Background: an optimization exercise with open tools, aiming at small area, a short achievable clock period and few clock cycles per item. Do not read the settings as production practice. Only simulation tests tie the RTL to the original design; equivalence was not proved.

== the reference run ==
## intake_corr
module intake_corr (
    input  wire        clk,
    input  wire        rst,
    input  wire [15:0] cfg_gain_l,
    input  wire [15:0] cfg_gain_s,
    input  wire [15:0] cfg_ratio,
    input  wire [15:0] cfg_satlo,
    input  wire [3:0]  cfg_bw,
    input  wire [3:0]  cfg_os,
    input  wire [3:0]  cfg_gs,
    input  wire        in_valid,
    output wire        in_ready,
    input  wire [15:0] in_long,
    input  wire [15:0] in_short,
    input  wire [15:0] in_dark,
    input  wire [15:0] in_gain,
    output wire        out_valid,
    input  wire        out_ready,
    output wire [15:0] out_pix
);
Size in the first run: roughly 160 I/O pins, about 0.051 mm2 of cells after synthesis.
clock: 22.0 ns
lec_check: 0
cap_margin: 20
core_margin: 2
core_utilization: 55
slew_margin: 20
synth_hierarchical: 1
synth_minimum_keep_size: 0
standard.sh (not shown) runs the stock make flow with config.mk's settings and CLKGATE_MAP_FILE= SYNTH_SCRIPT=/design/flow/synth_recipe.tcl, a recipe that flattens the netlist after the stock synthesis.
==> flow/flow/run.sh <==
#!/bin/bash
# The standard layout (standard.sh: the standard flow's synthesis and ORFS flow, unchanged
# settings), with ORFS's timing repair asked to keep 15.75 ns of setup slack at
# the design's 22 ns clock, so that it speeds up the slowest paths.
set -eo pipefail
bash standard.sh SETUP_SLACK_MARGIN=15.75 finish > standard.log 2>&1
Testbench counts of the reference run, summed over its fixed seeds: cycles 65,612, items 64,000.
Input changes introduced in the trial run (baseline for comparison: the reference run):
--- a/flow/flow/run.sh
+++ b/flow/flow/run.sh
@@ -3 +3 @@
-# settings), with ORFS's timing repair asked to keep 15.75 ns of setup slack at
+# settings), with ORFS's timing repair asked to keep 15.25 ns of setup slack at
@@ -6 +6 @@
-bash standard.sh SETUP_SLACK_MARGIN=15.75 finish > standard.log 2>&1
+bash standard.sh SETUP_SLACK_MARGIN=15.25 finish > standard.log 2>&1
### Flow results
- The trial run reached the final stage; the timing, DRC and antenna checks on its layout passed.
- The reference run -> the trial run: wire length after detailed routing decreased by a few percent
- In the metrics for the trial run and the reference run, the one carrying the higher largest net degree at the start of global routing is the reference run.

* * *

Another version of the RTL of intake_corr (not shown whole).
For scale: about 4700 cells after synthesis, roughly 160 I/O pins.
==> flow/design.v (excerpt) <==
module intake_corr (
    input  wire        clk,
    input  wire        rst,
    input  wire [15:0] cfg_gain_l,
    input  wire [15:0] cfg_gain_s,
    input  wire [15:0] cfg_ratio,
    input  wire [15:0] cfg_satlo,
    input  wire [3:0]  cfg_bw,
    input  wire [3:0]  cfg_os,
    input  wire [3:0]  cfg_gs,
    input  wire        in_valid,
    output wire        in_ready,
    input  wire [15:0] in_long,
    input  wire [15:0] in_short,
    input  wire [15:0] in_dark,
    input  wire [15:0] in_gain,
    output wire        out_valid,
    input  wire        out_ready,
    output wire [15:0] out_pix
);
Settings: LEC_CHECK=0, CAP_MARGIN=20, CORE_MARGIN=2, CORE_UTILIZATION=40, SLEW_MARGIN=20, SYNTH_HIERARCHICAL=1, SYNTH_MINIMUM_KEEP_SIZE=0; clock period 22.0 ns.
run.sh (not shown) runs the stock make flow with config.mk's settings and CLKGATE_MAP_FILE= SYNTH_SCRIPT=/design/flow/synth_recipe.tcl, a recipe that flattens the netlist after the stock synthesis.
Stock flow here: none of the scripts above is used.
The baseline ran to the end with no violations.
Testbench counts at the start, summed over its fixed seeds: cycles 65,612, items 64,000.
Change:
==> flow/flow/run.sh (new file) <==
#!/bin/bash
# The standard layout (standard.sh: the standard flow's synthesis and ORFS flow, unchanged
# settings), with ORFS's timing repair asked to keep 15 ns of setup slack at
# the design's 22 ns clock, so that it speeds up the slowest paths.
set -eo pipefail
bash standard.sh SETUP_SLACK_MARGIN=15 finish > standard.log 2>&1
==> flow/standard.sh (new file) <==
#!/bin/bash
# synth_recipe.tcl (not shown) runs the flow's synth.tcl, then flattens the netlist and writes it again
# the make line also repeats each setting of config.mk as NAME=value (left out here)
make -C /OpenROAD-flow-scripts/flow DESIGN_CONFIG=/design/flow/config.mk WORK_HOME=/design/flow/orfs CLKGATE_MAP_FILE= SYNTH_SCRIPT=/design/flow/synth_recipe.tcl "${@:-finish}"
removed: flow/run.sh
What happened:
- setup slack improved by 800 ps
- utilization came out higher by 1.6 points
- global-route usage is higher by 0.10 points
- wire length climbs slightly
- via count goes up slightly
- synthesized area does not change
- synthesized cell count is unchanged
- non-clock buffer count is higher by 139
- worst hold slack is about the same

* * *

intake_corr, a different RTL version from the one above (not shown whole).
Size in the first run: about 4800 cells after synthesis, ~52000 um^2 of cells after synthesis.
clock: 22.0 ns
lec_check: 0
cap_margin: 20
core_margin: 2
core_utilization: 55
place_density: 0.75
slew_margin: 20
synth_hierarchical: 1
synth_minimum_keep_size: 0
standard.sh (not shown) runs the stock make flow with config.mk's settings and CLKGATE_MAP_FILE= SYNTH_SCRIPT=/design/flow/synth_recipe.tcl, a recipe that flattens the netlist after the stock synthesis.
==> flow/flow/run.sh <==
#!/bin/bash
# The standard layout (standard.sh: the standard flow's synthesis and ORFS flow, unchanged
# settings), with ORFS's timing repair asked to keep 15.5 ns of setup slack at
# the design's 22 ns clock, so that it speeds up the slowest paths.
set -eo pipefail
bash standard.sh SETUP_SLACK_MARGIN=15.5 finish > standard.log 2>&1
The baseline passed the timing, DRC and antenna checks.
Testbench counts at the start, summed over its fixed seeds: cycles 65,612, items 64,000.
Then changed:
==> flow/flow/run.sh (replaced) <==
#!/bin/bash
# The standard layout (standard.sh: the standard flow's synthesis and ORFS flow, unchanged
# settings), with ORFS's timing repair asked to keep 15 ns of setup slack at
# the design's 22 ns clock, so that it speeds up the slowest paths.
set -eo pipefail
bash standard.sh SETUP_SLACK_MARGIN=15 finish > standard.log 2>&1
CORE_UTILIZATION = 40   (was 55)
PLACE_DENSITY = not set   (was 0.75)
=> Via count goes down by a few percent; die area rises by well over a third; worst setup slack degrades by 0.30 ns; count of clock-buffer cells in the layout grows by 5; maximum frequency is lower by a few percent; utilization fell by 19 points; final area decreases by a few percent; hold slack is better by 0.0052 ns.
Then changed:
CORE_UTILIZATION = 55   (was 40)
=> Non-clock buffer count increases by 9; count of clock-buffer cells in the layout increases by 4; final cell count decreases by 7.1%; worst setup slack improves by 0.021 ns; utilization increases by 16 points; via count increases by 0.45%.
Then changed:
==> flow/flow/run.sh (replaced) <==
#!/bin/bash
# The standard layout (standard.sh: the standard flow's synthesis and ORFS flow, unchanged
# settings), with ORFS's timing repair asked to keep 15.5 ns of setup slack at
# the design's 22 ns clock, so that it speeds up the slowest paths.
set -eo pipefail
bash standard.sh SETUP_SLACK_MARGIN=15.5 finish > standard.log 2>&1
CAP_MARGIN = 10   (was 20)
SLEW_MARGIN = 10   (was 20)
=> Worst hold slack is worse by 0.015 ns. Sequential share of layout area falls by 0.67 points. Fmax rises by 4.6%. Flip-flop and latch count does not change.

* * *

RTL: one of the versions met above, not the one the previous note started from.
Size: roughly 4700 cells after synthesis, roughly 160 I/O pins.
clock: 22.0 ns
lec_check: 0
cap_margin: 20
core_margin: 2
core_utilization: 55
slew_margin: 20
synth_hierarchical: 1
synth_minimum_keep_size: 0
==> flow/flow/run.sh <==
#!/bin/bash
# The standard layout (standard.sh: the standard flow's synthesis and ORFS flow, unchanged
# settings), with ORFS's timing repair asked to keep 16 ns of setup slack at
# the design's 22 ns clock, so that it speeds up the slowest paths.
set -eo pipefail
bash standard.sh SETUP_SLACK_MARGIN=16 finish > standard.log 2>&1
The first run produced a clean layout.
Testbench counts at the start, summed over its fixed seeds: cycles 65,612, items 64,000.
Then changed:
==> flow/flow/run.sh (replaced) <==
#!/bin/bash
# The standard layout (standard.sh: the standard flow's synthesis and ORFS flow, unchanged
# settings), with ORFS's timing repair asked to keep 15.5 ns of setup slack at
# the design's 22 ns clock, so that it speeds up the slowest paths.
set -eo pipefail
bash standard.sh SETUP_SLACK_MARGIN=15.5 finish > standard.log 2>&1
Result: Global-route usage went down by 0.17 points. Setup slack degrades by 0.11 ns. Die area does not change. Final cell count went down by about 1.7%. Cell area went down by about 4%. Synthesized cell count is unchanged.

* * *

JK:
RTL: one of the versions met above, not the one the previous note started from.
Size in the first run: roughly 4800 cells after synthesis, roughly 160 I/O pins.
Settings: LEC_CHECK=0, CAP_MARGIN=20, CORE_MARGIN=2, CORE_UTILIZATION=55, SLEW_MARGIN=20, SYNTH_HIERARCHICAL=1, SYNTH_MINIMUM_KEEP_SIZE=0; clock period 22.0 ns.
==> flow/flow/run.sh <==
#!/bin/bash
# The standard layout (standard.sh: the standard flow's synthesis and ORFS flow, unchanged
# settings), with ORFS's timing repair asked to keep 15.5 ns of setup slack at
# the design's 22 ns clock, so that it speeds up the slowest paths.
set -eo pipefail
bash standard.sh SETUP_SLACK_MARGIN=15.5 finish > standard.log 2>&1
JK went all the way through synthesis, placement and routing and the layout is clean on timing, DRC and antenna.
Testbench counts of JK, summed over its fixed seeds: cycles 65,612, items 64,000.
Inputs modified between JK and MS:
Settings: changing SLEW_MARGIN from 20 to 5; changing CAP_MARGIN from 20 to 5.
Findings:
- ~same required time at the endpoint of the critical path in MS and JK
- From JK to MS, count of endpoints failing hold in the final timing report did not move at all.
- Total number of clock tree sinks: MS vs JK identical
- Looking at MS and JK, the area of the multi-input gates is a wash.
- Looking at MS and JK, the clock slew seen by the registers of the worst setup and hold paths is a wash.
- Between JK and MS, the final area does not differ in any meaningful way.
## Diff of input files: AL against MS
Settings: CAP_MARGIN now 20, was 5; SLEW_MARGIN now 20, was 5.
==> flow/flow/run.sh <==
#!/bin/bash
# The standard layout (standard.sh: the standard flow's synthesis and ORFS flow, unchanged
# settings), with ORFS's timing repair asked to keep 14 ns of setup slack at
# the design's 22 ns clock, so that it speeds up the slowest paths.
set -eo pipefail
bash standard.sh SETUP_SLACK_MARGIN=14 finish > standard.log 2>&1
### Flow results
[AL] clock skew fell 0.0044 ns relative to MS. Run comparison: AL slowest cell on the critical path or4_4; MS slowest cell on the critical path fa_1. Changes observed in AL relative to MS: met3 wire length increased 220 µm.

-- static timing again, ports no longer ideal --
No port has a modelled driver above. Below, the same layouts with a new extraction and two added sets of constraints.
Step 1 (the two cells are an assumption about what drives the block):
set clk [get_ports {clk}]
set_driving_cell -lib_cell sky130_fd_sc_hd__clkbuf_16 $clk
set_driving_cell -lib_cell sky130_fd_sc_hd__buf_2 [delete_from_list [all_inputs] $clk]
Step 2 adds t to the input delays and takes it off the output delays; t is the mean of the earliest and latest rising clock arrival at the registers after step 1. Input paths then give back, and output paths get back, about the clock's delay inside the block.
a / b / c = ideal ports / drivers / drivers and shift; a / b = the first two.
| run | t, ns | setup WS [ns] | cell pins on the clock port's net |
|---|---|---|---|
| the reference run | 0.714 | 15.497 / 15.497 / 15.497 | 1 |
| the trial run | 0.712 | 15.387 / 15.387 / 15.387 | 1 |
| the first run of note 2 | 0.715 | 14.262 / 14.262 / 14.262 | 1 |
| the second run of note 2 | 0.719 | 15.057 / 15.057 / 15.057 | 1 |
| the first run of note 3 | 0.710 | 15.515 / 15.515 / 15.515 | 1 |
| the second run of note 3 | 0.693 | 15.210 / 15.137 / 15.228 | 1 |
| the third run of note 3 | 0.714 | 15.231 / 15.170 / 15.231 | 1 |
| the fourth run of note 3 | 0.730 | 15.527 / 15.499 / 15.527 | 1 |
| the first run of note 4 | 0.701 | 15.553 / 15.553 / 15.553 | 1 |
| the second run of note 4 | 0.719 | 15.446 / 15.379 / 15.446 | 1 |
| JK | 0.730 | 15.527 / 15.499 / 15.527 | 1 |
| MS | 0.730 | 15.527 / 15.499 / 15.527 | 1 |
| AL | 0.712 | 14.755 / 14.755 / 14.755 | 1 |
After both steps every run listed still meets setup and hold.
